What follows belongs to an exercise in optimizing a design on an open flow for small area, a short achievable clock period and few clock cycles per item; a production flow would make more cautious choices. At most, simulation tests tie the RTL to the original design; equivalence was not proved. No functional check of the RTL was part of runs 2 to 6.

## flow/design.v

```verilog
module friction_interp (
    input  wire        clk,
    input  wire        rst,
    input  wire        start,
    input  wire [31:0] p,
    input  wire [31:0] pos_min,
    input  wire [31:0] span,
    input  wire        rotary,
    output wire        busy,
    output reg         done,
    output reg  [31:0] term,
    output wire        mem_req,
    output wire [7:0]  mem_addr,
    input  wire [31:0] mem_rdata
);
    localparam [3:0] S_IDLE  = 4'd0,
                     S_PREP  = 4'd1,    
                     S_DIV1  = 4'd2,    
                     S_WRAP  = 4'd3,    
                     S_DIV2  = 4'd4,    
                     S_RDI   = 4'd5,    
                     S_RDN   = 4'd6,    
                     S_CAPN  = 4'd7,    
                     S_INTP  = 4'd8;    
    reg [3:0] state;
    assign busy = (state != S_IDLE);
    reg signed [31:0] r_p, r_min;
    reg        [30:0] r_span;
    reg               r_rot;
    wire signed [32:0] r_w = {r_p[31], r_p} - {r_min[31], r_min};
    wire signed [32:0] r_neg = -r_w;
    wire        [31:0] r_mag = r_w[32] ? r_neg[31:0] : r_w[31:0];
    wire        [30:0] r_clamp = r_w[32] ? 31'd0 :
                                 (r_w > {2'b00, r_span}) ? r_span : r_w[30:0];
    reg  [55:0] dvd;      
    reg  [55:0] quo;
    reg  [31:0] rem;
    reg  [5:0]  cnt;
    wire [31:0] rem_sh  = {rem[30:0], dvd[55]};
    wire        rem_ge  = rem_sh >= {1'b0, r_span};
    wire [31:0] rem_nxt = rem_ge ? rem_sh - {1'b0, r_span} : rem_sh;
    wire [30:0] wrapped = (r_w[32] && rem != 32'd0) ? (r_span - rem[30:0]) : rem[30:0];
    wire [23:0] x    = quo[23:0];
    wire [7:0]  idx  = x[23:16];
    wire [7:0]  nxt  = r_rot ? (idx + 8'd1) : ((idx == 8'd255) ? 8'd255 : idx + 8'd1);
    wire [15:0] frac = x[15:0];
    reg signed [31:0] t_i, t_n;
    assign mem_req  = (state == S_RDI) || (state == S_RDN);
    assign mem_addr = (state == S_RDI) ? idx : nxt;
    wire signed [32:0] diff = {t_n[31], t_n} - {t_i[31], t_i};
    wire signed [49:0] prod = diff * $signed({1'b0, frac});
    wire signed [33:0] step = prod[49:16];
    wire signed [33:0] res  = {{2{t_i[31]}}, t_i} + step;
    always @(posedge clk) begin
        if (rst) begin
            state   <= S_IDLE;
            done    <= 1'b0;
        end else begin
            done    <= 1'b0;
            case (state)
                S_IDLE: begin
                    if (start) begin
                        r_p    <= p;
                        r_min  <= pos_min;
                        r_span <= span[30:0];
                        r_rot  <= rotary;
                        state  <= S_PREP;
                    end
                end
                S_PREP: begin
                    rem <= 32'd0;
                    quo <= 56'd0;
                    cnt <= 6'd0;
                    if (r_rot) begin
                        dvd   <= {24'd0, r_mag};
                        state <= S_DIV1;
                    end else begin
                        dvd   <= {1'b0, ({8'd0, r_clamp} * 39'd255), 16'd0};
                        state <= S_DIV2;
                    end
                end
                S_DIV1: begin
                    rem <= rem_nxt;
                    quo <= {quo[54:0], rem_ge};
                    dvd <= {dvd[54:0], 1'b0};
                    cnt <= cnt + 6'd1;
                    if (cnt == 6'd55) state <= S_WRAP;
                end
                S_WRAP: begin
                    dvd   <= {1'b0, wrapped, 24'd0};
                    rem   <= 32'd0;
                    quo   <= 56'd0;
                    cnt   <= 6'd0;
                    state <= S_DIV2;
                end
                S_DIV2: begin
                    rem <= rem_nxt;
                    quo <= {quo[54:0], rem_ge};
                    dvd <= {dvd[54:0], 1'b0};
                    cnt <= cnt + 6'd1;
                    if (cnt == 6'd55) state <= S_RDI;
                end
                S_RDI: begin
                    state <= S_RDN;
                end
                S_RDN: begin
                    t_i   <= mem_rdata;
                    state <= S_CAPN;
                end
                S_CAPN: begin
                    t_n   <= mem_rdata;
                    state <= S_INTP;
                end
                S_INTP: begin
                    term  <= res[31:0];
                    done  <= 1'b1;
                    state <= S_IDLE;
                end
                default: state <= S_IDLE;
            endcase
        end
    end
endmodule
```

## flow/run.sh

```bash
#!/bin/bash
# synth_recipe.tcl (not shown) runs the flow's synth.tcl, then flattens the netlist and writes it again
# the make line also repeats each setting of config.mk as NAME=value (left out here)
make -C /OpenROAD-flow-scripts/flow DESIGN_CONFIG=/design/flow/config.mk WORK_HOME=/design/flow/orfs CLKGATE_MAP_FILE= SYNTH_SCRIPT=/design/flow/synth_recipe.tcl finish
```

## flow/config.mk

```make
export PLATFORM = sky130hd
export DESIGN_NAME = friction_interp
export DESIGN_NICKNAME = friction_interp
export VERILOG_FILES = /design/flow/design.v
export SDC_FILE = /design/flow/constraint.sdc
export NUM_CORES = 4
export LEC_CHECK = 0
export CAP_MARGIN = 20
export CORE_MARGIN = 2
export CORE_UTILIZATION = 40
export SLEW_MARGIN = 20
```

## flow/constraint.sdc

```tcl
create_clock -name core_clock -period 12.0 [get_ports {clk}]
set_input_delay 2.4000 -clock core_clock [delete_from_list [all_inputs] [get_ports {clk}]]
set_output_delay 2.4000 -clock core_clock [all_outputs]
set_load 0.01 [all_outputs]
```

==> impl_summary.txt, run 1 <==
----------------------------------------------------
[Synthesis]
  Post-synthesis simple-gate area fraction ... 14.2%
  Syn_area_per_cell ... 9.31 sq um
  Main combinational cell family by area after synthesis ... adder cells
  Synth area leaders ... fa_1, edfxtp_1, ha_1
  Fraction of registers with async set/reset ... 0%
  Most common cell in the synthesized netlist ... inv_1
  Top FF cell, synth ... edfxtp_1
  Mux cell area share after synthesis ... 0.999%
  Cell accounting for the most synthesized area ... fa_1
  Synth unique cells ... 95
  Post-synthesis adder-cell area fraction ... 38.1%
  Number of cells produced by synthesis ... 4845
  Post-synth design cell area ... 0.0451 sq mm
  Synth Warn # ... 1
  Count of flip-flops with a built-in enable after synthesis ... 310
  Yosys top cell area share ... 28.0%
  Fraction of the yosys area taken by sequential cells ... 20.9%
  Total of flip-flops plus latches after synthesis ... 315
  Ranking of synthesized cells by instance count ... inv_1, fa_1, nand2_1
  Parity-gate share of the synthesized area counting xor and xnor cells ... 4.48%
  Nets in the synthesized netlist ... 5972
  Fraction of the mapped netlist area in compound gates ... 11.8%

[STA]
  Final Hold Vio Count ... 0
  Final Slew Violations ... 0
  Highest attainable clock frequency ... 88.4 MHz
  Post-route setup TNS ... 0 ps
  Min cycle time layout ... 11310 ps
  Worst relative slew slack ... 27.7%
  Final period utilization ... 94.3%
  Unrepaired setup endpoints after global routing ... no
  Actual transition at the worst max-transition pin ... 1080 ps
  Setup Skew ... 50.8 ps
  Final-report setup violation count ... 0

[Clock network]
  Clock tree sinks ... 315
  Clock-pin slew on the worst setup and hold paths ... 60 ps
  Clock insertion delay at the later pin of the skew report ... 640 ps
  Clock tree buffer depth ... 3
  Cts-stage hold buffer count ... 0
  TritonCTS clock tree ... built
  Number of levels the H-tree was split into ... 2
  Clock tree root buffer cell ... clkbuf_16
  Num CTS Buffers ... 41

[Cells and area]
  Fill cells ... 10852
  Share of the core filled with cells ... 45.1%
  Fraction of final layout cells with drive strength greater than 1 ... 5.53%
  Area Overhead vs Synth ... 12.3%
  Nets@finish ... 6176

[Routing]
  Routed length on met2 ... 57500 um
  Residual DRC ... 0
  Total routed wire length on the met1 layer ... 53400 um
  DRC violation total after the first TritonRoute iteration ... 2243
  Detailed-router iteration count before antenna repair ... 5
  Average wire per standard cell ... 18.5 um
  Vias ... 34220
  Detailed-routed wire length on met3 ... 7380 um
  Top routing layer in use ... met5
  Detailed-route vias per instance ... 5.20
  Number of routed nets with antenna violations ... 0
  Total wire length ... 122000 um

[GRT]
  Largest net degree at the start of global routing ... 73
  Antenna violations before repair ... 5
  Via count of the first global-routing pass ... 35696
  Wire length of the first global-routing pass ... 196000 um
  Total global routing overflow ... 0
  Total Routing Usage GR ... 21.4%

[Floorplan]
  Starting density of the core ... 40.2%
  Standard-cell rows ... 123
  Number of I/O pins ... 175
  Die footprint ... 0.115 sq mm
  Horiz. Die Dim ... 340 um
  Y dimension of the die ... 340 um
  Total core area ... 0.112 sq mm

[Setup path]
  Nature of the critical path startpoint ... flip-flop
  Source of the critical timing path ... t_n[0]$_DFFE_PP_
  Reg2Reg Launch Point ... t_n[0]$_DFFE_PP_
  Maximum fanout along the worst path ... 15
  Delay of the slowest cell on the worst path ... 550 ps
  Class of the most critical setup path ... reg -> reg
  Slowest CP cell ... fa_1
  Cell type with the highest occurrence count on the critical path ... fa_1
  Crit path capture type ... flip-flop
  Endpoint arrival time on the critical path ... 11690 ps
  Crit path required time ... 12370 ps

[Flow run]
  MaxCap Viol Count ... 0

[Place]
  Routability-driven placement congestion ratio ... 0.925
  Count of input and output buffers ... 173
  Hpwl dp ... 97800 um

[Hold path]
  Classification of the worst-slack hold path ... reg -> reg
  Hold path startpoint ... dvd[7]$_DFFE_PP_

[Status]
  Outcome ... finished clean

----------------------------------------------------
[layer usage]
metal	global-route usage, %	vias up
met5	0	-
li1	-	16181
met4	5.96	2
met1	28.8	16968
met2	35.6	906
met3	3.38	163
[cell usage in the layout (no fill, tap or decap), types with 66 or more instances in the layout]
master / netlist / layout
nor2_1: 245 / 242
a21oi_1: 241 / 238
ha_1: 364 / 364
xnor2_1: 137 / 136
edfxtp_1: 310 / 310
xor2_1: 92 / 91
clkdlybuf4s50_1: 0 / 173
inv_1: 969 / 969
a21o_1: 106 / 106
fa_1: 631 / 631
o21ai_0: 139 / 138
buf_4: 2 / 142
nand2_1: 490 / 489
nand3_1: 66 / 66
and2_1: 187 / 186
[stage by stage]
stage / hold WS [ps] / cells / area (sq um) / worst slack (ps)
after global routing: 556 / 6579 / 50600 / 14.3
after detailed placement: 516 / 6501 / 49200 / 384
final: 524 / 6581 / 50600 / 688
after global placement: 505 / 6501 / 49200 / 445
after floorplan: 496 / 4845 / 45100 / 1710
after CTS: 529 / 6574 / 50500 / 357
[worst max-delay path, delay by kind of cell, from the launching register on]
family	cells	cell delay [ps]
compound gates	16	3220
flops	1	360
buf+inv	8	740
simple gates	10	2240
fa+ha+maj	10	4270
xor+xnor	2	250
[final timing paths]
check | to | slack (ps) | cells past startpoint
max reg2reg | term[28]$_DFFE_PP_ | 690 | 46
min reg2reg | dvd[8]$_DFFE_PP_ | 520 | 2
max | term[28]$_DFFE_PP_ | 690 | 46
min | dvd[8]$_DFFE_PP_ | 520 | 2
[sequential cells by signal, indices dropped and copies added (netlist names), 6 cells and up]
name / flops
dvd: 56
t_n: 32
t_i: 32
rem: 32
cnt: 6
r_min: 32
quo: 24
r_span: 31
r_p: 32
term: 32
[area by class of cell]
class	instances	area (sq um)	area share (%)
antenna	2	5.00	0.00988
clock buffer	53	1070	2.11
clock inverter	20	275	0.543
inverter	970	3640	7.19
multi-input combinational	3404	31500	62.3
sequential	315	9410	18.6
tap	1500	1880	3.71
timing repair buffer	317	2820	5.58
[timing repair]
action,CTS,global route
endpoints found under the setup margin,0,10
setup buffers,0,3
gates resized for setup,0,14
endpoints found under the hold margin,0,0
[cell families (layout without fill, tap and decap cells)]
logic type	count (synthesis)	after routing
and+or+nand+nor	1325	1325
muxes	44	44
AOI/OAI and AO/OA	809	810
DFF	315	315
buffers and inverters	1127	1360
other	0	2
xor gates and xnor gates	230	230
adders and majority gates	995	995
Testbench counts, summed over its fixed seeds: cycles 370,745, lookups 4,096.
==> inputs of run 2 (changes only) <==
==> flow/design.v (replaced) <==
module friction_interp (
    input  wire        clk,
    input  wire        rst,
    input  wire        start,
    input  wire [31:0] p,
    input  wire [31:0] pos_min,
    input  wire [31:0] span,
    input  wire        rotary,
    output wire        busy,
    output reg         done,
    output wire [31:0] term,
    output wire        mem_req,
    output wire [7:0]  mem_addr,
    input  wire [31:0] mem_rdata
);
    localparam [1:0] S_IDLE = 2'd0,
                     S_SUB  = 2'd1,    
                     S_LIN  = 2'd2,    
                     S_RUN  = 2'd3;    
    reg  [1:0]  state;
    reg  [5:0]  cnt;
    reg  [30:0] s_span;
    reg         rot;
    reg         sgn;       
    reg         ovf;       
    reg  [47:0] acc;
    reg  [31:0] m;
    reg  [30:0] rem;
    reg  [31:0] a;
    reg  [7:0]  idx;
    reg  [7:0]  addr;
    wire idle = (state == S_IDLE);
    wire run  = (state == S_RUN);
    assign busy     = !idle;
    assign mem_req  = !idle;
    assign mem_addr = addr;
    assign term     = acc[47:16];
    wire        h_first = run && (cnt == 6'd17);
    wire        h_last  = run && (cnt == 6'd1);
    wire        h_dbl   = run && !h_last;
    wire [47:0] h_x     = h_first ? 48'd0 : h_dbl ? {acc[46:0], 1'b0} : acc;
    wire        lo_zero = (acc[7:0] == 8'd0);
    wire        h_cin   = (state == S_SUB) ? 1'b1 : (state == S_LIN) ? lo_zero : 1'b0;
    wire [47:0] sum     = h_x + {{16{m[31]}}, m} + {47'd0, h_cin};
    wire        r_neg   = sum[32];
    wire        fill    = rot & sgn;
    wire        modph   = rot && (cnt >= 6'd29);
    wire [31:0] rsh     = {rem, a[31]};
    wire [32:0] diff    = {1'b0, rsh} - {2'b00, s_span};
    wire        ge      = !diff[32];
    wire        lneg    = !rot & sgn;
    wire        qbit    = (((ge | ovf) & !lneg) ^ fill);
    wire        divph   = run && (cnt >= 6'd5);
    wire [7:0]  inc     = idx + 8'd1;
    wire [7:0]  nxt     = (!rot && idx == 8'd255) ? 8'd255 : inc;
    wire [7:0]  neg_lo  = ~acc[7:0] + 8'd1;
    always @(posedge clk) begin
        if (rst) begin
            state <= S_IDLE;
            done  <= 1'b0;
        end else begin
            done <= 1'b0;
            case (state)
                S_IDLE: if (start) state <= S_SUB;
                S_SUB:  begin
                    if (rot) begin
                        state <= S_RUN;
                        cnt   <= 6'd60;
                    end else begin
                        state <= S_LIN;
                    end
                end
                S_LIN:  begin
                    state <= S_RUN;
                    cnt   <= 6'd29;
                end
                S_RUN:  begin
                    cnt <= cnt - 6'd1;
                    if (cnt == 6'd1) begin
                        state <= S_IDLE;
                        done  <= 1'b1;
                    end
                end
            endcase
        end
    end
    always @(posedge clk) begin
        if (idle) begin
            s_span <= span[30:0];
            rot    <= rotary;
            acc    <= {{16{p[31]}}, p};
            m      <= ~pos_min;
        end else if (state == S_SUB) begin
            acc    <= sum;
            m      <= ~{8'd0, sum[31:8]};
        end else begin
            m      <= mem_rdata;
            if (run && cnt <= 6'd17) acc <= sum;
        end
        if (state == S_SUB) begin
            sgn <= r_neg;
            ovf <= 1'b0;
            rem <= 31'd0;
            a   <= sum[31:0] ^ {32{r_neg}};
        end else if (state == S_LIN) begin
            rem <= sum[31:1];
            a   <= {sum[0], neg_lo, 23'd0};
        end else if (divph) begin
            rem <= ge ? diff[30:0] : rsh[30:0];
            a   <= {a[30:0], modph ? fill : qbit};
            if (!rot && cnt == 6'd29) ovf <= ge;
        end
        if (run && cnt == 6'd21) idx <= {a[6:0], qbit};
        if (run && cnt <= 6'd20 && cnt >= 6'd5)
            addr <= qbit ? nxt : idx;
        else if (run && cnt == 6'd4)
            addr <= idx;
    end
endmodule
==> run 2 against run 1 <==
Effect of this change: sequential share of layout area rose by 13 points; synthesized area fell by 68%; design area down 66%; clock skew shrank 31 ps; largest cell class unchanged; via count down 63%; non-clock buffer count fell by 129; global-route usage rose by 0.75 points.
==> impl_summary.txt, run 2 <==
----------------------------------------------------
[Cells and area]
  Max reg flops ... 48
  Share of the core filled with cells ... 48.1%
  Nets@finish ... 1971
  Area Overhead vs Synth ... 18.6%
  Most flops, register ... acc
  Most common cell after layout, fill and taps aside ... nand2_1
  Diode insertion count for antenna repair ... 0
  Top library cells by usage in the layout, fill and taps aside ... nand2_1, clkdlybuf4s50_1, a21oi_1
  Fraction of final layout cells with drive strength greater than 1 ... 5.38%
  Final Non-Filler Cells ... 2228
  Largest regs ... acc: 48 flops, a: 32 flops, m: 32 flops
  Fill cells ... 3440

[Setup path]
  Buffering stage count on the worst path with inverters included ... 2
  Nature of the critical path startpoint ... flip-flop
  Crit path capture type ... flip-flop
  Critical Path, Cell by Cell ... ha_1 > nor2b_1 > nand2_1 > nor2_4 > buf_4 > or3_1 > fa_1 > inv_1 > fa_1 > a211oi_1 > o21ai_0 > a21oi_1 > a21o_1 > a21oi_1 > nand2b_1 > o311ai_2 > xor2_1 > o21ai_1
  Crit path required time ... 12260 ps
  Slowest CP cell ... o311ai_2
  Maximum fanout along the worst path ... 48
  Class of the most critical setup path ... reg -> reg
  Delay-heaviest family, CP ... compound AO/OA/AOI/OAI gates
  Endpoint arrival time on the critical path ... 6190 ps
  Delay of the slowest cell on the worst path ... 830 ps

[Floorplan]
  Standard-cell rows ... 69
  Horiz. Die Dim ... 194 um
  Number of I/O pins ... 175
  Starting density of the core ... 40.5%
  Total core area ... 0.0355 sq mm
  Die footprint ... 0.0375 sq mm
  Y dimension of the die ... 194 um

[Synthesis]
  Top FF cell, synth ... edfxtp_1
  Fraction of registers with async set/reset ... 0%
  Synth unique cells ... 86
  Cell accounting for the most synthesized area ... edfxtp_1
  Total of flip-flops plus latches after synthesis ... 202
  Yosys top cell area share ... 28.2%
  Post-synth design cell area ... 0.0144 sq mm
  Count of flip-flops with a built-in enable after synthesis ... 135
  Nets in the synthesized netlist ... 1882
  Most common cell in the synthesized netlist ... nand2_1
  Number of cells produced by synthesis ... 1660
  Synth Warn # ... 1
  Ranking of synthesized cells by instance count ... nand2_1, a21oi_1, edfxtp_1
  Syn_area_per_cell ... 8.66 sq um
  Fraction of the yosys area taken by sequential cells ... 37.5%
  Synth area leaders ... edfxtp_1, dfxtp_1, ha_1

[Place]
  Dpl cells ... 2184
  Pre-CTS setup slack ... 6180 ps
  Hpwl dp ... 31200 um
  Routability-driven placement congestion ratio ... 0.913
  Count of input and output buffers ... 173

[Clock network]
  Number of cells upsized or downsized after cts ... 0
  Num CTS Buffers ... 24
  Clock insertion delay at the later pin of the skew report ... 530 ps
  Number of levels the H-tree was split into ... 1
  Clock tree sinks ... 202
  Clock-pin slew on the worst setup and hold paths ... 60 ps
  Setup fix buffers added after clock tree synthesis ... 0
  Cts-stage hold buffer count ... 0
  Clock tree buffer depth ... 3
  Clock tree root buffer cell ... clkbuf_16
  TritonCTS clock tree ... built

[STA]
  Unrepaired setup endpoints after global routing ... no
  Actual transition at the worst max-transition pin ... 1130 ps
  Final Hold Vio Count ... 0
  Worst relative slew slack ... 24.2%
  Highest attainable clock frequency ... 169 MHz
  Final Slew Violations ... 0
  Min cycle time layout ... 5930 ps
  Post-route setup TNS ... 0 ps
  Final setup margin ... 6070 ps
  Final-report setup violation count ... 0
  Final period utilization ... 49.4%
  Setup Skew ... 19.3 ps

[GRT]
  Total Routing Usage GR ... 22.1%
  Routing usage on met1 ... 32.4%
  Via count of the first global-routing pass ... 11716
  Global routing usage on met2 ... 33.8%
  Wire length of the first global-routing pass ... 66600 um
  GR Util met3 ... 3.21%
  Most used routing layer ... met2
  Largest net degree at the start of global routing ... 88
  Antenna violations before repair ... 0
  Total global routing overflow ... 0

[Routing]
  Average wire per standard cell ... 19.3 um
  Detailed-router iteration count before antenna repair ... 5
  Total wire length ... 43000 um
  Number of routed nets with antenna violations ... 0
  DRC violation total after the first TritonRoute iteration ... 1008
  Vias ... 12634
  Detailed-route vias per instance ... 5.67
  Residual DRC ... 0

[Flow run]
  MaxCap Viol Count ... 0

[Hold path]
  Classification of the worst-slack hold path ... reg -> reg

[Status]
  Outcome ... finished clean

----------------------------------------------------
## run 2: changes by cell type in the layout (fill, tap and decap cells not counted), sizes merged, moves of 56 or more
cell / before / now
dfxtp: 5 / 67
inv: 972 / 69
fa: 631 / 3
and2: 189 / 11
xnor2: 138 / 73
xor2: 92 / 28
ha: 364 / 87
nor2: 245 / 106
buf: 144 / 15
a21oi: 241 / 170
nand2: 490 / 258
nand2b: 65 / 9
a21o: 107 / 40
edfxtp: 310 / 135
## run 2: layout make-up
class	instances	area, sq um	area share, %
clock inverter	10	111	0.653
sequential	202	5400	31.6
inverter	70	263	1.54
clock buffer	34	691	4.05
timing repair buffer	188	1840	10.8
tap	461	577	3.38
multi-input combinational	1263	8170	47.9
## run 2: per-layer routing
layer,part of all wire (%),up-vias
met1,48,6003
met5,0,-
li1,-,6177
met2,44,386
met4,3.0,0
met3,5.6,68
## run 2: per-stage QoR
stage / cell area (sq um) / hold slack, ps
after detailed placement: 16200 / 452
after CTS: 17000 / 466
after floorplan: 14400 / 426
after global routing: 17100 / 481
after global placement: 16200 / 444
final: 17100 / 468
## run 2: path summary, 6_finish.rpt
check / from / endpoint / slack, ps / depth (start not counted)
worst max-delay path: state[0]$_SDFFE_PP0P_ / a[20]$_DFFE_PP_ / 6070 / 18
worst min-delay path: a[1]$_DFFE_PP_ / idx[2]$_DFFE_PP_ / 470 / 0
worst max register to register: state[0]$_SDFFE_PP0P_ / a[20]$_DFFE_PP_ / 6070 / 18
worst min register to register: a[1]$_DFFE_PP_ / idx[2]$_DFFE_PP_ / 470 / 0
## run 2: cell families (layout without fill, tap and decap cells)
kind of cell,Yosys count,in the layout,share of synthesized area [%]
compound gates,530,530,23.8
simple gates,505,505,15.4
flops,202,202,37.5
buf+inv,195,302,6.18
xor+xnor,101,101,6.28
fa+ha+maj,90,90,7.99
mux,37,37,2.74
==> inputs of run 3 (changes only) <==
==> flow/design.v (replaced) <==
module friction_interp (
    input  wire        clk,
    input  wire        rst,
    input  wire        start,
    input  wire [31:0] p,
    input  wire [31:0] pos_min,
    input  wire [31:0] span,
    input  wire        rotary,
    output wire        busy,
    output reg         done,
    output wire [31:0] term,
    output wire        mem_req,
    output wire [7:0]  mem_addr,
    input  wire [31:0] mem_rdata
);
    reg         idle, sub, lin, run;
    reg  [5:0]  cnt;           
    reg         divq;          
    reg         modq;          
    reg         firstq;        
    reg         hornq;         
    reg         idxq;          
    reg         selq;          
    reg  [31:0] s_reg;         
    reg         rot;
    reg         sgn;           
    reg         big;           
    reg         ovf;           
    reg  [31:0] rem;           
    reg         b0;            
    reg  [31:0] a;             
    reg  [31:0] m;             
    reg  [47:0] acc;
    reg  [15:0] fr;
    reg  [7:0]  idx;
    reg  [7:0]  addr;
    assign busy     = !idle;
    assign mem_req  = run;
    assign mem_addr = addr;
    assign term     = acc[47:16];
    wire        fill  = rot & sgn;
    wire        bin   = divq ? (a[31] ^ fill) : b0;
    wire        addm  = rem[31];                   
    wire [31:0] x1    = {rem[30:0], bin};
    wire [31:0] x2    = s_reg ^ {32{!addm}};
    wire        lo_z  = ({rem[6:0], b0} == 8'd0);
    wire        cin   = lin ? lo_z : !addm;
    wire [32:0] y     = {1'b0, x1} + {1'b0, x2} + {32'd0, cin};
    wire        r_neg = x1[31] ^ x2[31] ^ y[32];    
    wire        ge    = !y[31];
    wire        lneg  = !rot & sgn;
    wire        qbit  = (((ge | ovf) & !lneg) ^ fill);
    wire [7:0]  neg_lo = ~{rem[6:0], b0} + 8'd1;
    wire [32:0] lo    = {1'b0, acc[30:0], fr[15]} + {1'b0, m};
    wire [15:0] u2    = acc[46:31];
    wire [15:0] u2p   = u2 + 16'd1;
    wire [15:0] u2m   = u2 - 16'd1;
    wire [15:0] hi    = (lo[32] & !m[31]) ? u2p : (!lo[32] & m[31]) ? u2m : u2;
    wire [7:0]  inc   = idx + 8'd1;
    wire [7:0]  nxt   = (!rot && idx == 8'd255) ? 8'd255 : inc;
    wire [5:0]  cnt_n = cnt - 6'd1;
    always @(posedge clk) begin
        if (rst) begin
            idle <= 1'b1;
            sub  <= 1'b0;
            lin  <= 1'b0;
            run  <= 1'b0;
            done <= 1'b0;
            divq <= 1'b0;
        end else begin
            done <= 1'b0;
            if (idle) begin
                if (start) begin
                    idle <= 1'b0;
                    sub  <= 1'b1;
                end
            end
            if (sub) begin
                sub  <= 1'b0;
                lin  <= !rot;
                run  <= rot;
                divq <= rot;
                cnt  <= 6'd59;
            end
            if (lin) begin
                lin  <= 1'b0;
                run  <= 1'b1;
                divq <= 1'b1;
                cnt  <= 6'd28;
            end
            if (run) begin
                cnt  <= cnt_n;
                divq <= (cnt_n >= 6'd4);
                if (cnt == 6'd1) begin
                    run  <= 1'b0;
                    idle <= 1'b1;
                    done <= 1'b1;
                end
            end
        end
    end
    always @(posedge clk) begin
        modq   <= sub ? rot : (run & rot & (cnt_n >= 6'd28));
        idxq   <= run & (cnt_n == 6'd20);
        selq   <= run & (cnt_n <= 6'd19) & (cnt_n >= 6'd4);
        firstq <= run & (cnt_n == 6'd17);
        hornq  <= run & (cnt_n <= 6'd16) & (cnt_n >= 6'd1);
    end
    always @(posedge clk) begin
        if (idle) begin
            s_reg <= pos_min;
            m     <= span;
            rot   <= rotary;
            rem   <= {1'b0, p[31:1]};
            b0    <= p[0];
            sgn   <= 1'b0;
        end
        if (sub) begin
            sgn   <= r_neg;
            big   <= y[31];
            ovf   <= 1'b0;
            a     <= y[31:0];
            b0    <= y[0];
            rem   <= rot ? 32'd0 : {1'b0, y[31:1]};
            s_reg <= rot ? {1'b0, m[30:0]} : {8'd0, y[31:8]};
        end
        if (lin) begin
            rem   <= {1'b0, y[31:1]};
            a     <= {y[0], neg_lo, 23'd0};
            s_reg <= {1'b0, m[30:0]};
            ovf   <= big;
        end
        if (divq) begin
            rem   <= y[31:0];
            a     <= {a[30:0], modq ? 1'b0 : qbit};
            if (!rot && cnt == 6'd28) ovf <= ovf | ge;
        end
        if (run) m <= mem_rdata;
        if (idxq) idx <= {a[6:0], qbit};
        if (idxq)
            addr <= {a[6:0], qbit};
        else if (selq)
            addr <= qbit ? nxt : idx;
        if (firstq) begin
            acc <= {{16{m[31]}}, m[31:16]};
            fr  <= m[15:0];
        end else if (hornq) begin
            acc <= {hi, lo[31:0]};
            fr  <= {fr[14:0], 1'b0};
        end
    end
endmodule
==> run 3 against run 2 <==
Effect of this change: sequential share of layout area up 5.9 points; first-iteration DRC count shrank 9.2%; synthesized area is 2.9% higher; non-clock buffer count unchanged; worst hold slack gained 43 ps; sequential cell count grew 28; critical endpoint is now a[28]$_DFFE_PP_; critical path depth is 4 lower; still clean on timing, DRC and antenna.
==> impl_summary.txt, run 3 <==
----------------------------------------------------
[Status]
  Outcome ... finished clean

[STA]
  Worst relative slew slack ... 27.9%
  Final setup margin ... 7550 ps
  Actual transition at the worst max-transition pin ... 1080 ps
  Setup Skew ... 11.4 ps
  Unrepaired setup endpoints after global routing ... no
  Final-report setup violation count ... 0
  Final Hold Vio Count ... 0
  Final Slew Violations ... 0
  Final period utilization ... 37.1%
  Highest attainable clock frequency ... 225 MHz
  Min cycle time layout ... 4450 ps
  Post-route setup TNS ... 0 ps

[Clock network]
  Number of cells upsized or downsized after cts ... 0
  Cts-stage hold buffer count ... 0
  Clock insertion delay at the later pin of the skew report ... 560 ps
  TritonCTS clock tree ... built
  Clock-pin slew on the worst setup and hold paths ... 60 ps
  Num CTS Buffers ... 29
  Number of levels the H-tree was split into ... 1
  Clock tree sinks ... 230
  Setup fix buffers added after clock tree synthesis ... 0
  Clock tree root buffer cell ... clkbuf_16
  Clock tree buffer depth ... 3

[Setup path]
  Reg2Reg Launch Point ... divq$_SDFFE_PP0N_
  Source of the critical timing path ... divq$_SDFFE_PP0N_
  Crit path capture type ... flip-flop
  Nature of the critical path startpoint ... flip-flop
  Crit path required time ... 12310 ps
  Endpoint arrival time on the critical path ... 4770 ps
  Class of the most critical setup path ... reg -> reg
  Maximum fanout along the worst path ... 57

[Cells and area]
  Most common cell after layout, fill and taps aside ... edfxtp_1
  Nets@finish ... 1718
  Fraction of final layout cells with drive strength greater than 1 ... 10.2%
  Area Overhead vs Synth ... 19.3%
  Top library cells by usage in the layout, fill and taps aside ... edfxtp_1, clkdlybuf4s50_1, nand2_1
  Max reg flops ... 48
  Diode insertion count for antenna repair ... 0
  Most flops, register ... acc

[Routing]
  DRC violation total after the first TritonRoute iteration ... 915
  Detailed-route vias per instance ... 5.80
  Number of routed nets with antenna violations ... 0
  Total wire length ... 43700 um
  Residual DRC ... 0
  Average wire per standard cell ... 21.8 um
  Detailed-router iteration count before antenna repair ... 5
  Vias ... 11609

[Synthesis]
  Post-synth design cell area ... 0.0148 sq mm
  Post-synthesis adder-cell area fraction ... 6.50%
  Total of flip-flops plus latches after synthesis ... 230
  Main combinational cell family by area after synthesis ... compound AO/OA/AOI/OAI gates
  Top FF cell, synth ... edfxtp_1
  Parity-gate share of the synthesized area counting xor and xnor cells ... 5.86%
  Mux cell area share after synthesis ... 5.62%
  Yosys top cell area share ... 40.8%
  Syn_area_per_cell ... 10.6 sq um
  Fraction of the mapped netlist area in compound gates ... 19.7%
  Synth Warn # ... 1
  Fraction of the yosys area taken by sequential cells ... 44.7%
  Cell accounting for the most synthesized area ... edfxtp_1
  Ranking of synthesized cells by instance count ... edfxtp_1, nand2_1, o21ai_0
  Count of flip-flops with a built-in enable after synthesis ... 201
  Post-synthesis simple-gate area fraction ... 12.4%
  Nets in the synthesized netlist ... 1608
  Synth unique cells ... 86
  Synth area leaders ... edfxtp_1, ha_1, xnor2_1
  Number of cells produced by synthesis ... 1401
  Most common cell in the synthesized netlist ... edfxtp_1
  Fraction of registers with async set/reset ... 0%

[Place]
  Count of input and output buffers ... 174
  Pre-CTS setup slack ... 7640 ps
  Routability-driven placement congestion ratio ... 0.916
  Hpwl dp ... 31100 um

[GRT]
  Largest net degree at the start of global routing ... 102
  Antenna violations before repair ... 0
  Via count of the first global-routing pass ... 11080
  Total global routing overflow ... 0
  Wire length of the first global-routing pass ... 66100 um
  Total Routing Usage GR ... 22.2%

[Floorplan]
  Horiz. Die Dim ... 196 um
  Die footprint ... 0.0385 sq mm
  Total core area ... 0.0365 sq mm
  Y dimension of the die ... 196 um
  Standard-cell rows ... 70
  Number of I/O pins ... 175
  Starting density of the core ... 40.5%

[Flow run]
  MaxCap Viol Count ... 0

[Hold path]
  Hold path startpoint ... a[1]$_DFFE_PP_
  Classification of the worst-slack hold path ... reg -> reg

----------------------------------------------------
[run 3: cell types whose count changed after synthesis, sizes merged, moves of 22 or more]
| cell | previous run | this run |
|---|---|---|
| o22a | 0 | 30 |
| edfxtp | 135 | 201 |
| o21ai | 107 | 85 |
| a21oi | 170 | 80 |
| clkbuf | 76 | 52 |
| nand2 | 258 | 103 |
| o22ai | 27 | 3 |
| nor2 | 106 | 71 |
| dfxtp | 67 | 29 |
| mux2 | 16 | 56 |
[run 3: worst paths after layout]
path / slack, ps / depth (start not counted) / to
min reg2reg: 510 / 0 / idx[2]$_DFFE_PP_
max reg2reg: 7550 / 14 / a[28]$_DFFE_PP_
max: 7550 / 14 / a[28]$_DFFE_PP_
min: 510 / 0 / idx[2]$_DFFE_PP_
[run 3: per-layer routing]
metal	share of wire (%)	vias to the layer above	wire [um]	track usage [%]
met4	2.9	0	1250	7.01
met3	6.8	66	2980	4.18
met1	44	5599	19300	30.4
met5	0	-	0	0
met2	46	416	20200	35.6
li1	-	5528	-	-
[run 3: logic make-up after synthesis]
family | Yosys count
DFF | 230
buffers and inverters | 160
adders and majority gates | 75
xor gates and xnor gates | 99
muxes | 76
AOI/OAI and AO/OA | 409
and+or+nand+nor | 352
[run 3: final cells by class]
| type | instances | area [sq um] |
|---|---|---|
| fill | 3362 | 18900 |
| sequential | 230 | 6620 |
| clock buffer | 37 | 786 |
| timing repair buffer | 188 | 1860 |
| inverter | 51 | 191 |
| multi-input combinational | 1011 | 7430 |
| tap | 468 | 586 |
| clock inverter | 16 | 165 |
[run 3: critical path, stage by stage (launching register included)]
cell,delay [ps]
dfxtp_2,950
nand2_1,110
o21ai_0,160
fa_1,240
inv_1,60
fa_1,400
a21o_1,190
a221oi_1,470
o211a_1,270
a211o_1,180
nand2_1,140
a211oi_2,360
xor2_1,300
o21ai_0,110
mux2_2,270
[run 3: metrics by stage]
stage | util, % | hold WS [ps] | instances | area [sq um]
2_1_floorplan | - | 432 | 1401 | 14800
3_3_place_gp | 45.6 | 485 | 1947 | 16700
3_5_place_dp | 45.6 | 492 | 1947 | 16700
4_1_cts | 48.2 | 512 | 2000 | 17600
5_1_grt | 48.3 | 524 | 2001 | 17600
6_report | 48.3 | 510 | 2001 | 17600
==> inputs of run 4 (changes only) <==
--- a/flow/design.v
+++ b/flow/design.v
@@ -28,5 +28,4 @@
     reg         ovf;           
     reg  [31:0] rem;           
-    reg         b0;            
     reg  [31:0] a;             
     reg  [31:0] m;             
@@ -40,9 +39,9 @@
     assign term     = acc[47:16];
     wire        fill  = rot & sgn;
-    wire        bin   = divq ? (a[31] ^ fill) : b0;
+    wire        bin   = a[31] ^ fill;
     wire        addm  = rem[31];                   
     wire [31:0] x1    = {rem[30:0], bin};
     wire [31:0] x2    = s_reg ^ {32{!addm}};
-    wire        lo_z  = ({rem[6:0], b0} == 8'd0);
+    wire        lo_z  = ({rem[6:0], a[31]} == 8'd0);
     wire        cin   = lin ? lo_z : !addm;
     wire [32:0] y     = {1'b0, x1} + {1'b0, x2} + {32'd0, cin};
@@ -51,5 +50,5 @@
     wire        lneg  = !rot & sgn;
     wire        qbit  = (((ge | ovf) & !lneg) ^ fill);
-    wire [7:0]  neg_lo = ~{rem[6:0], b0} + 8'd1;
+    wire [7:0]  neg_lo = ~{rem[6:0], a[31]} + 8'd1;
     wire [32:0] lo    = {1'b0, acc[30:0], fr[15]} + {1'b0, m};
     wire [15:0] u2    = acc[46:31];
@@ -113,5 +112,5 @@
             rot   <= rotary;
             rem   <= {1'b0, p[31:1]};
-            b0    <= p[0];
+            a[31] <= p[0];
             sgn   <= 1'b0;
         end
@@ -120,6 +119,5 @@
             big   <= y[31];
             ovf   <= 1'b0;
-            a     <= y[31:0];
-            b0    <= y[0];
+            a     <= {rot ? y[31] : y[0], y[30:0]};
             rem   <= rot ? 32'd0 : {1'b0, y[31:1]};
             s_reg <= rot ? {1'b0, m[30:0]} : {8'd0, y[31:8]};
--- a/flow/config.mk
+++ b/flow/config.mk
@@ -6,6 +6,6 @@
 export NUM_CORES = 4
 export LEC_CHECK = 0
-export CAP_MARGIN = 20
+export CAP_MARGIN = 70
 export CORE_MARGIN = 2
 export CORE_UTILIZATION = 40
-export SLEW_MARGIN = 20
+export SLEW_MARGIN = 70
==> run 4 against run 3 <==
Effect of this change: still clean on timing, DRC and antenna; synthesized cell count shrank 2.5%; critical path depth grew 6; sequential cell count fell by 1; worst hold slack worse by 17 ps; critical endpoint is now a[30]$_DFFE_PP_; highest routed layer unchanged.
==> impl_summary.txt, run 4 <==
----------------------------------------------------
[Status]
  Outcome ... finished clean

[STA]
  Setup Skew ... 27.7 ps
  Final Hold Vio Count ... 0
  Worst relative slew slack ... 70.6%
  Post-route setup TNS ... 0 ps
  Worst hold slack after final layout ... 493 ps
  Highest attainable clock frequency ... 209 MHz
  Final setup margin ... 7210 ps
  Unrepaired setup endpoints after global routing ... no
  Final period utilization ... 39.9%
  Min cycle time layout ... 4790 ps
  Final-report setup violation count ... 0
  Actual transition at the worst max-transition pin ... 440 ps
  Final Slew Violations ... 0

[Clock network]
  Setup fix buffers added after clock tree synthesis ... 0
  Clock tree root buffer cell ... clkbuf_16
  TritonCTS clock tree ... built
  Number of cells upsized or downsized after cts ... 0
  Clock tree sinks ... 229
  Clock-pin slew on the worst setup and hold paths ... 60 ps
  Clock tree buffer depth ... 3
  Cts-stage hold buffer count ... 0
  Clock insertion delay at the later pin of the skew report ... 550 ps
  Number of levels the H-tree was split into ... 1
  Num CTS Buffers ... 28

[Setup path]
  Capturing instance or port of the critical path ... a[30]$_DFFE_PP_
  Reg2reg setup slack ... 7210 ps
  Nature of the critical path startpoint ... flip-flop
  FF-to-FF End ... a[30]$_DFFE_PP_
  Source of the critical timing path ... a[31]$_DFFE_PP_
  Endpoint arrival time on the critical path ... 5080 ps
  Worst reg2reg path depth ... 20
  Maximum fanout along the worst path ... 4
  Crit path required time ... 12290 ps
  Reg2Reg Launch Point ... a[31]$_DFFE_PP_
  Class of the most critical setup path ... reg -> reg
  Crit path capture type ... flip-flop

[Synthesis]
  Fraction of the yosys area taken by sequential cells ... 45.7%
  Cell accounting for the most synthesized area ... edfxtp_1
  Count of flip-flops with a built-in enable after synthesis ... 200
  Top FF cell, synth ... edfxtp_1
  Yosys top cell area share ... 41.7%
  Number of cells produced by synthesis ... 1366
  Synth Warn # ... 1
  Post-synth design cell area ... 0.0144 sq mm
  Total of flip-flops plus latches after synthesis ... 229
  Nets in the synthesized netlist ... 1573
  Synth area leaders ... edfxtp_1, ha_1, xnor2_1
  Synth unique cells ... 84
  Syn_area_per_cell ... 10.5 sq um
  Ranking of synthesized cells by instance count ... edfxtp_1, nand2_1, o21ai_0
  Fraction of registers with async set/reset ... 0%
  Most common cell in the synthesized netlist ... edfxtp_1

[GRT]
  Total Routing Usage GR ... 21.1%
  Via count of the first global-routing pass ... 11184
  Total global routing overflow ... 0
  Wire length of the first global-routing pass ... 63400 um
  Largest net degree at the start of global routing ... 54
  Antenna violations before repair ... 1

[Place]
  Pre-CTS setup slack ... 7270 ps
  Area after DPL ... 0.0166 sq mm
  Count of input and output buffers ... 174
  Hpwl dp ... 29500 um
  Routability-driven placement congestion ratio ... 0.899

[Floorplan]
  Standard-cell rows ... 69
  Total core area ... 0.0355 sq mm
  Number of I/O pins ... 175
  Y dimension of the die ... 194 um
  Starting density of the core ... 40.6%
  Horiz. Die Dim ... 194 um
  Die footprint ... 0.0376 sq mm

[Routing]
  Detailed-route vias per instance ... 5.66
  DRC violation total after the first TritonRoute iteration ... 697
  Vias ... 11190
  Detailed-router iteration count before antenna repair ... 4
  Average wire per standard cell ... 20.4 um
  Residual DRC ... 0
  Number of routed nets with antenna violations ... 0
  Total wire length ... 40300 um

[Cells and area]
  Most common cell after layout, fill and taps aside ... edfxtp_1
  Nets@finish ... 1700
  Area Overhead vs Synth ... 22.2%
  Fraction of final layout cells with drive strength greater than 1 ... 12.0%
  Fill cells ... 3241
  Max reg flops ... 48
  Top library cells by usage in the layout, fill and taps aside ... edfxtp_1, clkdlybuf4s50_1, nand2_1
  Final instance area ... 0.0176 sq mm
  Diode insertion count for antenna repair ... 0
  Most flops, register ... acc

[Flow run]
  MaxCap Viol Count ... 0

[Hold path]
  Classification of the worst-slack hold path ... reg -> reg

----------------------------------------------------
==> run 4: cell types whose count changed after synthesis, sizes merged, moves of 7 or more <==
| cell | delta |
|---|---|
| nor3b | -7 |
| o21ai | +17 |
| nor2b | +8 |
| xnor2 | +7 |
| o311ai | -10 |
| nor2 | +17 |
| inv | -13 |
| or4b | -8 |
| o211ai | -8 |
| clkbuf | +8 |
| nor4 | -8 |
| nor3 | -13 |
| nand4b | -9 |
| buf | -12 |
==> run 4: cell type report <==
| type | count | area [sq um] | area share [%] |
|---|---|---|---|
| repair buffers | 202 | 2050 | 11.7 |
| clock inverters | 13 | 90.1 | 0.511 |
| multi-input cells | 995 | 7320 | 41.6 |
| clock buffers | 39 | 835 | 4.74 |
| well taps | 461 | 577 | 3.27 |
| flip-flops and latches | 229 | 6600 | 37.5 |
| inverters | 37 | 139 | 0.788 |
==> run 4: stage by stage <==
| stage | utilization, % | cells |
|---|---|---|
| after floorplan | - | 1366 |
| after global placement | 45.9 | 1908 |
| after detailed placement | 46.7 | 1920 |
| after CTS | 49.4 | 1972 |
| after global routing | 49.6 | 1976 |
| final | 49.6 | 1976 |
==> run 4: how the worst min path moves through the flow <==
stage / from / to / cells after the start
final: a[1]$_DFFE_PP_ / idx[2]$_DFFE_PP_ / 0
after global placement: acc[47]$_SDFFE_PP0P_ / acc[47]$_SDFFE_PP0P_ / 2
after floorplan: sub$_SDFF_PP0_ / big$_DFFE_PP_ / 0
after detailed placement: a[4]$_DFFE_PP_ / idx[5]$_DFFE_PP_ / 0
after global routing: a[5]$_DFFE_PP_ / idx[6]$_DFFE_PP_ / 0
after CTS: a[4]$_DFFE_PP_ / idx[5]$_DFFE_PP_ / 0
==> run 4: cells by family after synthesis <==
group / Yosys count / share of synthesized area [%]
flip-flops: 229 / 45.7
AO/OA/AOI/OAI: 415 / 19.9
buffers and inverters: 142 / 4.68
AND/OR/NAND/NOR: 321 / 10.8
XOR/XNOR: 112 / 6.81
adder cells (fa/ha/maj): 75 / 6.67
multiplexers: 72 / 5.50
==> run 4: per-layer routing <==
layer  GRT usage [%]  up-vias  wire length, um
met2            34.2      393            18500
met3            4.16       61             2980
met5               0        -                0
met1            29.1     5378            17900
met4            5.17        0              959
li1                -     5358                -
==> run 4: worst max-delay path, stage by stage, from the launching register on <==
cell	delay, ps
edfxtp_1	440
inv_1	100
ha_1	210
nand2b_1	170
nor2_1	60
a31oi_1	210
fa_1	230
inv_1	60
fa_1	400
a21o_1	200
a221oi_2	370
a2bb2oi_2	240
a31o_2	220
o21ai_2	100
o41ai_4	310
buf_1	210
o31ai_2	120
a31oi_1	230
xor2_1	300
o21ai_1	90
mux2_2	260
==> inputs of run 5 (changes only) <==
--- a/flow/config.mk
+++ b/flow/config.mk
@@ -6,6 +6,6 @@
 export NUM_CORES = 4
 export LEC_CHECK = 0
-export CAP_MARGIN = 70
+export CAP_MARGIN = 20
 export CORE_MARGIN = 2
 export CORE_UTILIZATION = 40
-export SLEW_MARGIN = 70
+export SLEW_MARGIN = 20
==> run 5 against run 4 <==
Effect of this change: setup slack lost 82 ps; sequential share of layout area rose by 0.93 points; maximum frequency decreased by 1.7%; via count is 0.82% lower; sequential cell count unchanged; core utilization down 1.3 points; clock-buffer cell count fell by 7; critical path type unchanged; final cell count is 0.81% lower; non-clock buffer count down 16.
==> impl_summary.txt, run 5 <==
----------------------------------------------------
[Status]
  Outcome ... finished clean

[Cells and area]
  Final Non-Filler Cells ... 1960
  Top library cells by usage in the layout, fill and taps aside ... edfxtp_1, clkdlybuf4s50_1, nand2_1
  Nets@finish ... 1684
  Area Overhead vs Synth ... 19.1%
  Max reg flops ... 48
  Fill cells ... 3284
  Most flops, register ... acc
  Fraction of final layout cells with drive strength greater than 1 ... 9.67%
  Most common cell after layout, fill and taps aside ... edfxtp_1
  Diode insertion count for antenna repair ... 0

[Synthesis]
  Syn_area_per_cell ... 10.5 sq um
  Total of flip-flops plus latches after synthesis ... 229
  Post-synthesis simple-gate area fraction ... 10.8%
  Post-synthesis adder-cell area fraction ... 6.67%
  Nets in the synthesized netlist ... 1573
  Parity-gate share of the synthesized area counting xor and xnor cells ... 6.81%
  Mux cell area share after synthesis ... 5.50%
  Fraction of registers with async set/reset ... 0%
  Number of cells produced by synthesis ... 1366
  Ranking of synthesized cells by instance count ... edfxtp_1, nand2_1, o21ai_0
  Top FF cell, synth ... edfxtp_1
  Synth Warn # ... 1
  Post-synth design cell area ... 0.0144 sq mm
  Fraction of the mapped netlist area in compound gates ... 19.9%
  Cell accounting for the most synthesized area ... edfxtp_1
  Count of flip-flops with a built-in enable after synthesis ... 200
  Fraction of the yosys area taken by sequential cells ... 45.7%
  Main combinational cell family by area after synthesis ... compound AO/OA/AOI/OAI gates
  Synth area leaders ... edfxtp_1, ha_1, xnor2_1
  Most common cell in the synthesized netlist ... edfxtp_1
  Yosys top cell area share ... 41.7%
  Synth unique cells ... 84

[Clock network]
  Num CTS Buffers ... 28
  TritonCTS clock tree ... built
  Clock tree sinks ... 229
  Clock-pin slew on the worst setup and hold paths ... 70 ps
  Clock insertion delay at the later pin of the skew report ... 570 ps
  Setup fix buffers added after clock tree synthesis ... 0
  Cts-stage hold buffer count ... 0
  Clock tree root buffer cell ... clkbuf_16
  Number of levels the H-tree was split into ... 1
  Clock tree buffer depth ... 3
  Number of cells upsized or downsized after cts ... 0

[Floorplan]
  Horiz. Die Dim ... 194 um
  Number of I/O pins ... 175
  Standard-cell rows ... 69
  Die footprint ... 0.0376 sq mm
  Total core area ... 0.0355 sq mm
  Starting density of the core ... 40.6%
  Y dimension of the die ... 194 um

[GRT]
  Largest net degree at the start of global routing ... 105
  Total global routing overflow ... 0
  Wire length of the first global-routing pass ... 63100 um
  Total Routing Usage GR ... 21.2%
  Via count of the first global-routing pass ... 11098
  Antenna violations before repair ... 0

[Setup path]
  Crit path required time ... 12260 ps
  Crit path capture type ... flip-flop
  Nature of the critical path startpoint ... flip-flop
  Worst reg2reg path depth ... 14
  Maximum fanout along the worst path ... 18
  Endpoint arrival time on the critical path ... 5130 ps
  Class of the most critical setup path ... reg -> reg

[Place]
  Routability-driven placement congestion ratio ... 0.899
  Count of input and output buffers ... 174
  Dpl cells ... 1908
  Hpwl dp ... 28900 um

[STA]
  Final-report setup violation count ... 0
  Setup Skew ... 17.8 ps
  Final Slew Violations ... 0
  Post-route setup TNS ... 0 ps
  Final Hold Vio Count ... 0
  Highest attainable clock frequency ... 205 MHz
  Actual transition at the worst max-transition pin ... 1010 ps
  Worst hold slack after final layout ... 494 ps
  Min cycle time layout ... 4870 ps
  Final period utilization ... 40.6%
  Unrepaired setup endpoints after global routing ... no
  Worst relative slew slack ... 32.8%

[Hold path]
  Number of cells traversed by the worst hold path ... 0
  Classification of the worst-slack hold path ... reg -> reg

[Routing]
  Vias ... 11098
  Number of routed nets with antenna violations ... 0
  Detailed-route vias per instance ... 5.66
  DRC violation total after the first TritonRoute iteration ... 643
  Average wire per standard cell ... 20.6 um
  Total wire length ... 40300 um
  Residual DRC ... 0
  Detailed-router iteration count before antenna repair ... 5

[Flow run]
  MaxCap Viol Count ... 0

----------------------------------------------------
## run 5: changes by cell type in the layout (fill, tap and decap cells not counted), moves of 5 or more
cell      change
buf_6         -5
clkbuf_8      -6
clkinv_2      +6
xnor2_1       +5
xnor2_2       -5
## run 5: cells by family after synthesis
| kind of cell | count (synthesis) |
|---|---|
| and+or+nand+nor | 321 |
| DFF | 229 |
| AOI/OAI and AO/OA | 415 |
| muxes | 72 |
| adders and majority gates | 75 |
| xor gates and xnor gates | 112 |
| buffers and inverters | 142 |
## run 5: path summary, 6_finish.rpt
check / from / endpoint / slack, ps
worst max register to register: rem[31]$_SDFFCE_PN0P_ / addr[2]$_DFFE_PP_ / 7130
worst min register to register: a[4]$_DFFE_PP_ / idx[5]$_DFFE_PP_ / 490
worst min-delay path: a[4]$_DFFE_PP_ / idx[5]$_DFFE_PP_ / 490
worst max-delay path: rem[31]$_SDFFCE_PN0P_ / addr[2]$_DFFE_PP_ / 7130
## run 5: final cells by class
class	instances	area (sq um)	share of cell area (%)
clock buffers	32	716	4.17
repair buffers	186	1830	10.7
flip-flops and latches	229	6590	38.4
inverters	37	139	0.809
clock inverters	20	148	0.860
multi-input cells	995	7170	41.8
well taps	461	577	3.36
## run 5: metal layers
metal	GRT usage (%)	wire (um)	vias to the layer above
li1	-	-	5323
met1	29.4	18500	5365
met2	33.9	18400	348
met3	4.04	2440	62
met4	5.37	1010	0
met5	0	0	-
## run 5: worst max-delay path, cell delays in order (launching register included)
cell and delay, ps:
edfxtp_1 930, buf_4 420, xnor2_1 140, ha_1 350, nand2_1 110, nand2b_1 100
o21bai_1 190, a221oi_1 380, nand3b_1 140, o221ai_2 280, a31o_2 250, mux2_4 320
mux2i_2 520, and2_1 330, a221oi_1 100
## run 5: stage by stage
step | cell area (sq um) | setup slack (ps) | utilization [%]
after floorplan | 14400 | 7850 | -
after global placement | 16300 | 7260 | 45.9
after detailed placement | 16300 | 7170 | 45.9
after CTS | 17200 | 7150 | 48.4
after global routing | 17200 | 6750 | 48.4
final | 17200 | 7130 | 48.4
==> inputs of run 6 (changes only) <==
--- a/flow/design.v
+++ b/flow/design.v
@@ -18,4 +18,5 @@
     reg         divq;          
     reg         modq;          
+    reg         alnq;          
     reg         firstq;        
     reg         hornq;         
@@ -38,17 +39,23 @@
     assign mem_addr = addr;
     assign term     = acc[47:16];
-    wire        fill  = rot & sgn;
-    wire        bin   = a[31] ^ fill;
     wire        addm  = rem[31];                   
-    wire [31:0] x1    = {rem[30:0], bin};
+    wire [31:0] x1    = {rem[30:0], a[31]};
     wire [31:0] x2    = s_reg ^ {32{!addm}};
-    wire        lo_z  = ({rem[6:0], a[31]} == 8'd0);
+    wire        lo_z  = (x1[7:0] == 8'd0);
     wire        cin   = lin ? lo_z : !addm;
     wire [32:0] y     = {1'b0, x1} + {1'b0, x2} + {32'd0, cin};
     wire        r_neg = x1[31] ^ x2[31] ^ y[32];    
     wire        ge    = !y[31];
-    wire        lneg  = !rot & sgn;
-    wire        qbit  = (((ge | ovf) & !lneg) ^ fill);
-    wire [7:0]  neg_lo = ~{rem[6:0], a[31]} + 8'd1;
+    wire        qbit  = ge;
+    wire [7:0]  neg_lo = ~x1[7:0] + 8'd1;
+    reg  [31:0] s_top;         
+    integer k;
+    always @(*) begin
+        s_top[31] = s_reg[31];
+        for (k = 30; k >= 0; k = k - 1) s_top[k] = s_top[k+1] | s_reg[k];
+    end
+    wire [30:0] r_diff = rem[30:0] ^ {31{rem[31]}};
+    wire        wide   = |(r_diff & ~s_top[31:1]);
+    wire        shr    = alnq & wide;
     wire [32:0] lo    = {1'b0, acc[30:0], fr[15]} + {1'b0, m};
     wire [15:0] u2    = acc[46:31];
@@ -58,5 +65,7 @@
     wire [7:0]  inc   = idx + 8'd1;
     wire [7:0]  nxt   = (!rot && idx == 8'd255) ? 8'd255 : inc;
-    wire [5:0]  cnt_n = cnt - 6'd1;
+    wire [7:0]  addr1 = idxq ? ({a[6:0], 1'b1} | {8{ovf}}) : nxt;
+    wire [7:0]  addr0 = idxq ? ({a[6:0], 1'b0} | {8{ovf}}) : idx;
+    wire [5:0]  cnt_n = shr ? cnt + 6'd1 : cnt - 6'd1;
     always @(posedge clk) begin
         if (rst) begin
@@ -80,5 +89,4 @@
                 run  <= rot;
                 divq <= rot;
-                cnt  <= 6'd59;
             end
             if (lin) begin
@@ -86,8 +94,6 @@
                 run  <= 1'b1;
                 divq <= 1'b1;
-                cnt  <= 6'd28;
             end
             if (run) begin
-                cnt  <= cnt_n;
                 divq <= (cnt_n >= 6'd4);
                 if (cnt == 6'd1) begin
@@ -100,4 +106,7 @@
     end
     always @(posedge clk) begin
+        if (sub) cnt <= 6'd28;
+        else if (run) cnt <= cnt_n;
+        alnq   <= sub ? rot : (alnq & wide);
         modq   <= sub ? rot : (run & rot & (cnt_n >= 6'd28));
         idxq   <= run & (cnt_n == 6'd20);
@@ -113,21 +122,23 @@
             rem   <= {1'b0, p[31:1]};
             a[31] <= p[0];
-            sgn   <= 1'b0;
         end
         if (sub) begin
             sgn   <= r_neg;
-            big   <= y[31];
+            big   <= y[31] & !r_neg;
             ovf   <= 1'b0;
-            a     <= {rot ? y[31] : y[0], y[30:0]};
-            rem   <= rot ? 32'd0 : {1'b0, y[31:1]};
+            rem   <= {r_neg, y[31:1]};
+            a     <= {y[0], 31'd0};
             s_reg <= rot ? {1'b0, m[30:0]} : {8'd0, y[31:8]};
         end
         if (lin) begin
-            rem   <= {1'b0, y[31:1]};
-            a     <= {y[0], neg_lo, 23'd0};
+            rem   <= sgn ? 32'd0 : {1'b0, y[31:1]};
+            a     <= sgn ? 32'd0 : {y[0], neg_lo, 23'd0};
             s_reg <= {1'b0, m[30:0]};
             ovf   <= big;
         end
-        if (divq) begin
+        if (shr) begin
+            rem   <= {rem[31], rem[31:1]};
+            a     <= {rem[0], a[31:1]};
+        end else if (divq) begin
             rem   <= y[31:0];
             a     <= {a[30:0], modq ? 1'b0 : qbit};
@@ -135,9 +146,7 @@
         end
         if (run) m <= mem_rdata;
-        if (idxq) idx <= {a[6:0], qbit};
-        if (idxq)
-            addr <= {a[6:0], qbit};
-        else if (selq)
-            addr <= qbit ? nxt : idx;
+        if (idxq) idx <= {a[6:0], qbit} | {8{ovf}};
+        if (idxq | selq)
+            addr <= qbit ? addr1 : addr0;
         if (firstq) begin
             acc <= {{16{m[31]}}, m[31:16]};
==> run 6 against run 5 <==
Effect of this change: still clean on timing, DRC and antenna; design area rose by 8.9%.
==> impl_summary.txt, run 6 <==
----------------------------------------------------
[Synthesis]
  Total of flip-flops plus latches after synthesis ... 230
  Top FF cell, synth ... edfxtp_1
  Syn_area_per_cell ... 9.69 sq um
  Count of flip-flops with a built-in enable after synthesis ... 194
  Parity-gate share of the synthesized area counting xor and xnor cells ... 6.43%
  Yosys top cell area share ... 36.7%
  Post-synthesis adder-cell area fraction ... 5.97%
  Synth Warn # ... 1
  Fraction of registers with async set/reset ... 0%
  Main combinational cell family by area after synthesis ... compound AO/OA/AOI/OAI gates
  Nets in the synthesized netlist ... 1845
  Mux cell area share after synthesis ... 4.70%
  Fraction of the yosys area taken by sequential cells ... 41.2%
  Synth area leaders ... edfxtp_1, ha_1, o21ai_0
  Most common cell in the synthesized netlist ... edfxtp_1
  Cell accounting for the most synthesized area ... edfxtp_1
  Post-synthesis simple-gate area fraction ... 15.1%
  Ranking of synthesized cells by instance count ... edfxtp_1, nand2_1, o21ai_0
  Fraction of the mapped netlist area in compound gates ... 21.6%
  Post-synth design cell area ... 0.0159 sq mm
  Number of cells produced by synthesis ... 1639
  Synth unique cells ... 87

[GRT]
  Largest net degree at the start of global routing ... 120
  Antenna violations before repair ... 4
  Wire length of the first global-routing pass ... 73200 um
  Total Routing Usage GR ... 22.6%
  Total global routing overflow ... 0
  Via count of the first global-routing pass ... 12468

[Floorplan]
  Standard-cell rows ... 73
  Die footprint ... 0.0413 sq mm
  Total core area ... 0.0395 sq mm
  Starting density of the core ... 40.3%
  Y dimension of the die ... 203 um
  Horiz. Die Dim ... 203 um
  Number of I/O pins ... 175

[Clock network]
  Number of levels the H-tree was split into ... 1
  Clock tree root buffer cell ... clkbuf_16
  Setup fix buffers added after clock tree synthesis ... 0
  Clock tree buffer depth ... 3
  Clock insertion delay at the later pin of the skew report ... 560 ps
  Clock-pin slew on the worst setup and hold paths ... 70 ps
  TritonCTS clock tree ... built
  Cts-stage hold buffer count ... 0
  Number of cells upsized or downsized after cts ... 0
  Clock tree sinks ... 230
  Num CTS Buffers ... 28

[Cells and area]
  Area Overhead vs Synth ... 17.6%
  Max reg flops ... 48
  Nets@finish ... 1937
  Diode insertion count for antenna repair ... 0
  Fraction of final layout cells with drive strength greater than 1 ... 8.39%
  Fill cells ... 3797
  Top library cells by usage in the layout, fill and taps aside ... edfxtp_1, clkdlybuf4s50_1, nand2_1
  Most flops, register ... acc
  Most common cell after layout, fill and taps aside ... edfxtp_1
  Share of the core filled with cells ... 47.4%
  Final instance area ... 0.0187 sq mm

[STA]
  Final period utilization ... 42.8%
  Final Hold Vio Count ... 0
  Final Slew Violations ... 0
  Post-route setup TNS ... 0 ps
  Highest attainable clock frequency ... 195 MHz
  Worst hold slack after final layout ... 479 ps
  Min cycle time layout ... 5140 ps
  Worst relative slew slack ... 29.0%
  Final-report setup violation count ... 0
  Setup Skew ... 16.0 ps
  Actual transition at the worst max-transition pin ... 1060 ps
  Unrepaired setup endpoints after global routing ... no

[Place]
  Hpwl dp ... 34300 um
  Count of input and output buffers ... 174
  Area after DPL ... 0.0178 sq mm
  Routability-driven placement congestion ratio ... 0.897

[Hold path]
  Classification of the worst-slack hold path ... reg -> reg

[Status]
  Outcome ... finished clean

[Routing]
  Residual DRC ... 0
  Detailed-router iteration count before antenna repair ... 5
  Average wire per standard cell ... 21.1 um
  Total wire length ... 48000 um
  DRC violation total after the first TritonRoute iteration ... 1019
  Detailed-route vias per instance ... 5.84
  Number of routed nets with antenna violations ... 0
  Vias ... 13313

[Setup path]
  Maximum fanout along the worst path ... 68
  Crit path required time ... 12260 ps
  Nature of the critical path startpoint ... flip-flop
  Crit path capture type ... flip-flop
  Endpoint arrival time on the critical path ... 5400 ps
  Class of the most critical setup path ... reg -> reg

[Flow run]
  MaxCap Viol Count ... 0

----------------------------------------------------
[run 6: changes by cell type in the layout (fill, tap and decap cells not counted), moves of 9 or more]
cell / previous run / this run
nand2_1: 101 / 156
o21ai_0: 100 / 155
o22a_1: 30 / 2
nor2_1: 86 / 109
a221o_1: 2 / 20
a22oi_1: 26 / 43
o31ai_1: 7 / 23
a22o_1: 29 / 14
nor3_1: 18 / 33
a21oi_1: 83 / 71
nand4_1: 8 / 20
a211oi_1: 9 / 20
or2_2: 4 / 14
o211ai_1: 2 / 11
[run 6: logic make-up after synthesis]
logic type | Yosys count
adders and majority gates | 74
DFF | 230
AOI/OAI and AO/OA | 503
muxes | 67
xor gates and xnor gates | 115
and+or+nand+nor | 486
buffers and inverters | 164
[run 6: layout make-up]
type | count | area, sq um | share of cell area [%]
timing repair buffer | 190 | 1870 | 9.98
multi-input combinational | 1245 | 8550 | 45.8
clock buffer | 38 | 779 | 4.17
clock inverter | 14 | 146 | 0.783
tap | 525 | 657 | 3.51
inverter | 36 | 135 | 0.723
sequential | 230 | 6550 | 35.1
[run 6: path summary, 6_finish.rpt]
path | startpoint | end | slack, ps | depth (start not counted)
worst max-delay path | rem[31]$_DFFE_PP_ | addr[0]$_DFFE_PP_ | 6860 | 13
worst max register to register | rem[31]$_DFFE_PP_ | addr[0]$_DFFE_PP_ | 6860 | 13
worst min-delay path | acc[47]$_SDFFE_PP0P_ | acc[47]$_SDFFE_PP0P_ | 480 | 2
worst min register to register | acc[47]$_SDFFE_PP0P_ | acc[47]$_SDFFE_PP0P_ | 480 | 2
[run 6: per-stage QoR]
stage	worst slack, ps	instances
6_report	6860	2278
4_1_cts	6910	2278
3_3_place_gp	7020	2226
2_1_floorplan	7350	1639
3_5_place_dp	6960	2226
5_1_grt	6420	2278
[run 6: metal layers]
metal  global-route usage, %  routed length [um]
met5                       0                  46
met4                    6.13                1120
met3                    4.22                3810
met2                    35.1               21300
met1                    32.3               21600
[run 6: critical path, stage by stage, from the launching register on]
cell and delay, ps:
edfxtp_1 320, buf_4 730, xnor2_1 210, fa_1 470, a21oi_1 190, nor2_1 110
or4b_1 570, nand4_1 170, a21oi_1 140, a31oi_1 420, o31ai_1 230, xnor2_1 860
and3_1 280, o31ai_1 70

-- static timing again, ports no longer ideal --
In the flow no input, the clock included, has a driving cell. The finished layouts below were timed again as built, in two steps.
Step 1 (the two cells are an assumption about what drives the block):
set clk [get_ports {clk}]
set_driving_cell -lib_cell sky130_fd_sc_hd__clkbuf_16 $clk
set_driving_cell -lib_cell sky130_fd_sc_hd__buf_2 [delete_from_list [all_inputs] $clk]
Step 2 times the ports against the registers' clock, not the clock port: input delays grow and output delays shrink by t, the midpoint of the rising clock arrivals with the driver on.
Slacks: no drivers / after step 1 / after step 2; pairs: no drivers / after step 1.
run	t (ns)	setup slack, ns	hold WS [ns]	worst setup path after step 2
run 1	0.678	0.688 / 0.688 / 0.688	0.524 / 0.524 / 0.524	register to register
run 2	0.572	6.071 / 6.071 / 6.071	0.468 / 0.468 / 0.468	register to register
run 3	0.611	7.547 / 7.547 / 7.547	0.510 / 0.510 / 0.510	register to register
run 4	0.591	7.211 / 7.211 / 7.211	0.493 / 0.493 / 0.493	register to register
run 5	0.609	7.129 / 7.129 / 7.129	0.494 / 0.494 / 0.494	register to register
run 6	0.604	6.863 / 6.863 / 6.863	0.479 / 0.479 / 0.479	register to register
After both steps every run listed still meets setup and hold.
